This design comes from an exercise in tuning for small area, a short achievable clock period and few clock cycles on the open sky130 flow, not from production work. At most, simulation tests tie the RTL to the original design; equivalence was not proved.

## crc_top
module crc_top (
    input  wire        clk,
    input  wire        rst,
    input  wire        wr_en,
    input  wire        rd_en,
    input  wire [6:0]  addr,
    input  wire [31:0] wdata,
    output reg         ready,
    output reg         rvalid,
    output reg  [31:0] rdata
);
clock: 32.0 ns
lec_check: 0
cap_margin: 20
core_margin: 2
core_utilization: 45
place_density: 0.55
slew_margin: 20
standard.sh (not shown) runs the stock make flow with config.mk's settings and CLKGATE_MAP_FILE= SYNTH_SCRIPT=/design/flow/synth_recipe.tcl, a recipe that flattens the netlist after the stock synthesis.
==> flow/flow/run.sh <==
#!/bin/bash
# The standard layout, with port buffers of a normal drive strength and timing repair
# aiming for setup slack beyond the default margin. make's output goes to flow_make.log;
# each ORFS step keeps its own log under orfs/logs.
set -euo pipefail
bash standard.sh 'BUFFER_PORTS_ARGS=-buffer_cell sky130_fd_sc_hd__buf_4' SETUP_SLACK_MARGIN=24 finish > flow_make.log 2>&1
The baseline ran to the end with no violations.
Testbench counts at the start, summed over its fixed seeds: cycles 52,286.
Next try:
CORE_UTILIZATION = 25   (was 45)
PLACE_DENSITY = 0.45   (was 0.55)
- die area climbs by well over a third
- cell area climbs by a few percent
- via count drops by a few percent
- non-clock buffer count drops by 21
- count of clock-buffer cells in the layout climbs by 14
- wire length climbs by a few percent
- global-route usage drops by 20 points
- sequential cell count is unchanged
- register-to-register slack gets better by 0.04 ns
- final cell count climbs by about a fifth
- setup slack gets better by 0.075 ns
Next try:
PLACE_DENSITY = 0.65   (was 0.45)
Effect: The changed run finished with timing, DRC and antenna clean; cell area drops by 1.1%; maximum frequency drops by 0.67%; synthesized cell count stays the same; die area does not change; register-to-register slack degrades by 0.03 ns; worst hold slack stays flat; worst setup slack degrades by 0.055 ns; routed wire length drops by about 12%.
Next try:
==> flow/flow/run.sh (replaced) <==
#!/bin/bash
# The standard layout, with port buffers of a normal drive strength and timing repair
# aiming for setup slack beyond the default margin. make's output goes to flow_make.log;
# each ORFS step keeps its own log under orfs/logs.
set -euo pipefail
bash standard.sh 'BUFFER_PORTS_ARGS=-buffer_cell sky130_fd_sc_hd__buf_4' SETUP_SLACK_MARGIN=24.2 finish > flow_make.log 2>&1
PLACE_DENSITY = 0.45   (was 0.65)
After rerunning:
- The new run passed the timing, design-rule and antenna checks
- setup slack gains 0.21 ns
- critical path depth decreases by 1
- sequential share of layout area decreases by 0.45 points
- cell count increases by 1.1%
- final area increases by 3.4%
- via count decreases by 0.57%

========
Setup of v59:
Another version of the RTL of crc_top (not shown whole).
For scale: ~9800 cells after synthesis, about 77 I/O pins, about 0.073 mm² of cells after synthesis.
clock: 32.0 ns
lec_check: 0
abc_clock_period_in_ps: 5000
cap_margin: 20
core_margin: 2
core_utilization: 25
place_density: 0.45
slew_margin: 20
run.sh (not shown) runs the stock make flow with config.mk's settings and CLKGATE_MAP_FILE= SYNTH_SCRIPT=/design/flow/synth_recipe.tcl, a recipe that flattens the netlist after the stock synthesis.
Stock flow here: none of the scripts above is used.
Testbench counts of v59, summed over its fixed seeds: cycles 52,511.
[inputs] v56 vs v59
==> flow/flow/run.sh (new file) <==
#!/bin/bash
set -euo pipefail
bash standard.sh SETUP_SLACK_MARGIN=23 finish > flow_make.log 2>&1
==> flow/standard.sh (new file) <==
#!/bin/bash
# synth_recipe.tcl (not shown) runs the flow's synth.tcl, then flattens the netlist and writes it again
# the make line also repeats each setting of config.mk as NAME=value (left out here)
make -C /OpenROAD-flow-scripts/flow DESIGN_CONFIG=/design/flow/config.mk WORK_HOME=/design/flow/orfs CLKGATE_MAP_FILE= SYNTH_SCRIPT=/design/flow/synth_recipe.tcl "${@:-finish}"
diff --git a/flow/config.mk b/flow/config.mk
--- a/flow/config.mk
+++ b/flow/config.mk
@@ -6,5 +6,4 @@
 export NUM_CORES = 4
 export LEC_CHECK = 0
-export ABC_CLOCK_PERIOD_IN_PS = 5000
 export CAP_MARGIN = 20
 export CORE_MARGIN = 2
removed: flow/run.sh
Results
v56 vs v59: maximum fanout count along the critical path down. Compared with v59, v56 improves clock skew. Side by side, sequential share of layout area turned out lower in v56 than in v59. Against v59, v56 comes in 0.30 ns higher on worst setup slack after placement.
Edits applied to the flow inputs when going from v56 to v24:
==> flow/run.sh (new file) <==
#!/bin/bash
# synth_recipe.tcl (not shown) runs the flow's synth.tcl, then flattens the netlist and writes it again
# the make line also repeats each setting of config.mk as NAME=value (left out here)
make -C /OpenROAD-flow-scripts/flow DESIGN_CONFIG=/design/flow/config.mk WORK_HOME=/design/flow/orfs CLKGATE_MAP_FILE= SYNTH_SCRIPT=/design/flow/synth_recipe.tcl finish
removed: flow/flow/run.sh
removed: flow/standard.sh
[summary]
As of v24, placed cell count had risen slightly compared to v56.

========
## oak
Another version of the RTL of crc_top (not shown whole).
Size in the first run: ~520 flip-flops, roughly 77 I/O pins.
export LEC_CHECK = 0
export CAP_MARGIN = 20
export CORE_MARGIN = 2
export CORE_UTILIZATION = 25
export PLACE_DENSITY = 0.45
export SLEW_MARGIN = 20
export TNS_END_PERCENT = 10
create_clock -name core_clock -period 32.0 [get_ports {clk}]
standard.sh (not shown) runs the stock make flow with config.mk's settings and CLKGATE_MAP_FILE= SYNTH_SCRIPT=/design/flow/synth_recipe.tcl, a recipe that flattens the netlist after the stock synthesis.
==> flow/flow/run.sh <==
#!/bin/bash
# The standard layout, with timing repair aiming for setup slack beyond the default margin
set -euo pipefail
bash standard.sh SETUP_SLACK_MARGIN=23.5 finish > flow_make.log 2>&1
[inputs] pine vs oak
Settings: TNS_END_PERCENT: 10 -> unset.
==> run summary <==
In the metrics for oak and pine, the one carrying the lower post-cts sizing count is pine. Any difference in final standard cell area without fillers between pine and oak is small enough to ignore. On first-pass GRT wire length, the higher figure sits with oak, not pine. pine: number of cells on the critical path higher than oak. Setup slack for pine is higher than for oak. Diff oak -> pine: layout overhead on the synthesized area saw a decrease, number of standard cells in the final layout excluding fillers did not really move. Every run in the comparison, oak and pine, completed the flow with a clean layout.
No functional check of the RTL was part of any run of this note.

========
== old ==
Another version of the RTL of crc_top (not shown whole).
Size: roughly 9200 cells after synthesis, roughly 580 flip-flops, roughly 0.073 mm² of cells after synthesis.
export LEC_CHECK = 0
export CAP_MARGIN = 20
export CORE_MARGIN = 2
export CORE_UTILIZATION = 25
export PLACE_DENSITY = 0.45
export SLEW_MARGIN = 20
create_clock -name core_clock -period 32.0 [get_ports {clk}]
==> flow/flow/run.sh <==
#!/bin/bash
# The standard layout, with port buffers of a normal drive strength and timing repair
# aiming for setup slack beyond the default margin. make's output goes to flow_make.log;
# each ORFS step keeps its own log under orfs/logs.
set -euo pipefail
bash standard.sh 'BUFFER_PORTS_ARGS=-buffer_cell sky130_fd_sc_hd__buf_4' SETUP_SLACK_MARGIN=24 finish > flow_make.log 2>&1
No stage failed in old, and the final checks on the layout all came back clean.
Edits applied to the flow inputs when going from old to new:
Settings: swapping 0.45 for 0.65 in PLACE_DENSITY.
## What came out
For clock transition at the registers of the reported paths, new and old come out practically identical.
Wire length: new vs old down 52000 µm
There was hardly any difference in setup TNS between new and old.
Re die outline area: no difference whatsoever between old and new.
Delta (new minus old): violation count after the first detailed-route iteration grew by about 25%; critical path depth decreased 2.
Function was not checked in any run of this note: the RTL went through the layout flow alone.

========
crc_top, a different RTL version from the one above (not shown whole).
For scale: about 9100 cells after synthesis, ~550 flip-flops, roughly 77 I/O pins, ~0.072 mm2 of cells after synthesis.
==> flow/config.mk <==
export PLATFORM = sky130hd
export DESIGN_NAME = crc_top
export DESIGN_NICKNAME = crc_top
export VERILOG_FILES = /design/flow/design.v
export SDC_FILE = /design/flow/constraint.sdc
export NUM_CORES = 4
export LEC_CHECK = 0
export CAP_MARGIN = 20
export CORE_MARGIN = 2
export CORE_UTILIZATION = 25
export PLACE_DENSITY = 0.65
export SLEW_MARGIN = 20
==> flow/constraint.sdc <==
create_clock -name core_clock -period 32.0 [get_ports {clk}]
set_input_delay 6.4000 -clock core_clock [delete_from_list [all_inputs] [get_ports {clk}]]
set_output_delay 6.4000 -clock core_clock [all_outputs]
set_load 0.01 [all_outputs]
Scripts as last shown in full above: flow/flow/run.sh
Testbench counts at the start, summed over its fixed seeds: cycles 52,286.
Change:
- PLACE_DENSITY: 0.65 -> 0.45
Effect: The changed run finished clean. Flip-flop and latch count stays the same. Design area is higher by 1.1%. First-iteration DRC count is lower by 27%. Wire length is higher by 18%. Setup slack gains 0.0039 ns. Non-clock buffer count is higher by 58.

what the ideal ports hide:
How much do the figures lean on ideal ports? The routed layouts below were timed once more, with nothing changed but the port constraints.
Step 1 assumes that a clkbuf_16 drives the clock port and a buf_2 every other input.
Step 2 times the ports against the registers' clock, not the clock port: input delays grow and output delays shrink by t, the midpoint of the rising clock arrivals with the driver on.
a / b / c = no drivers / after step 1 / after step 2; a / b = the first two.
| run | shift t [ns] | setup WS [ns] | hold slack, ns | worst data-port slew with drivers (ns) | cell pins on the clock port's net |
|---|---|---|---|---|---|
| the first run of note 1 | 0.750 | 23.816 / 23.850 / 23.101 | 0.457 / 0.457 / 0.457 | 0.05 | 1 |
| the second run of note 1 | 0.764 | 23.891 / 23.900 / 23.184 | 0.454 / 0.454 / 0.454 | 0.06 | 1 |
| the third run of note 1 | 0.764 | 23.836 / 23.872 / 23.116 | 0.453 / 0.453 / 0.453 | 0.05 | 1 |
| the fourth run of note 1 | 0.773 | 24.044 / 24.102 / 23.329 | 0.453 / 0.453 / 0.453 | 0.08 | 1 |
| v59 | 0.827 | 14.942 / 14.942 / 14.942 | 0.453 / 0.453 / 0.453 | 0.06 | 1 |
| v56 | 0.780 | 21.331 / 21.331 / 21.331 | 0.453 / 0.453 / 0.453 | 0.06 | 1 |
| v24 | 0.827 | 14.942 / 14.942 / 14.942 | 0.453 / 0.453 / 0.453 | 0.06 | 1 |
| oak | 0.843 | 23.121 / 23.199 / 22.356 | 0.454 / 0.454 / 0.454 | 0.11 | 1 |
| pine | 0.834 | 23.362 / 23.362 / 22.684 | 0.455 / 0.455 / 0.455 | 0.05 | 1 |
| old | 0.778 | 23.886 / 23.771 / 22.993 | 0.455 / 0.455 / 0.455 | 0.25 | 1 |
| new | 0.730 | 23.816 / 23.816 / 23.157 | 0.450 / 0.450 / 0.450 | 0.08 | 1 |
| the first run of note 5 | 0.776 | 23.756 / 23.756 / 23.119 | 0.455 / 0.455 / 0.455 | 0.06 | 1 |
| the second run of note 5 | 0.781 | 23.760 / 23.792 / 23.011 | 0.451 / 0.451 / 0.451 | 0.06 | 1 |
After both steps every run listed still meets setup and hold. The setup slack of old, which loses most, moves by -0.115 ns with the drivers and by -0.893 ns with both steps.
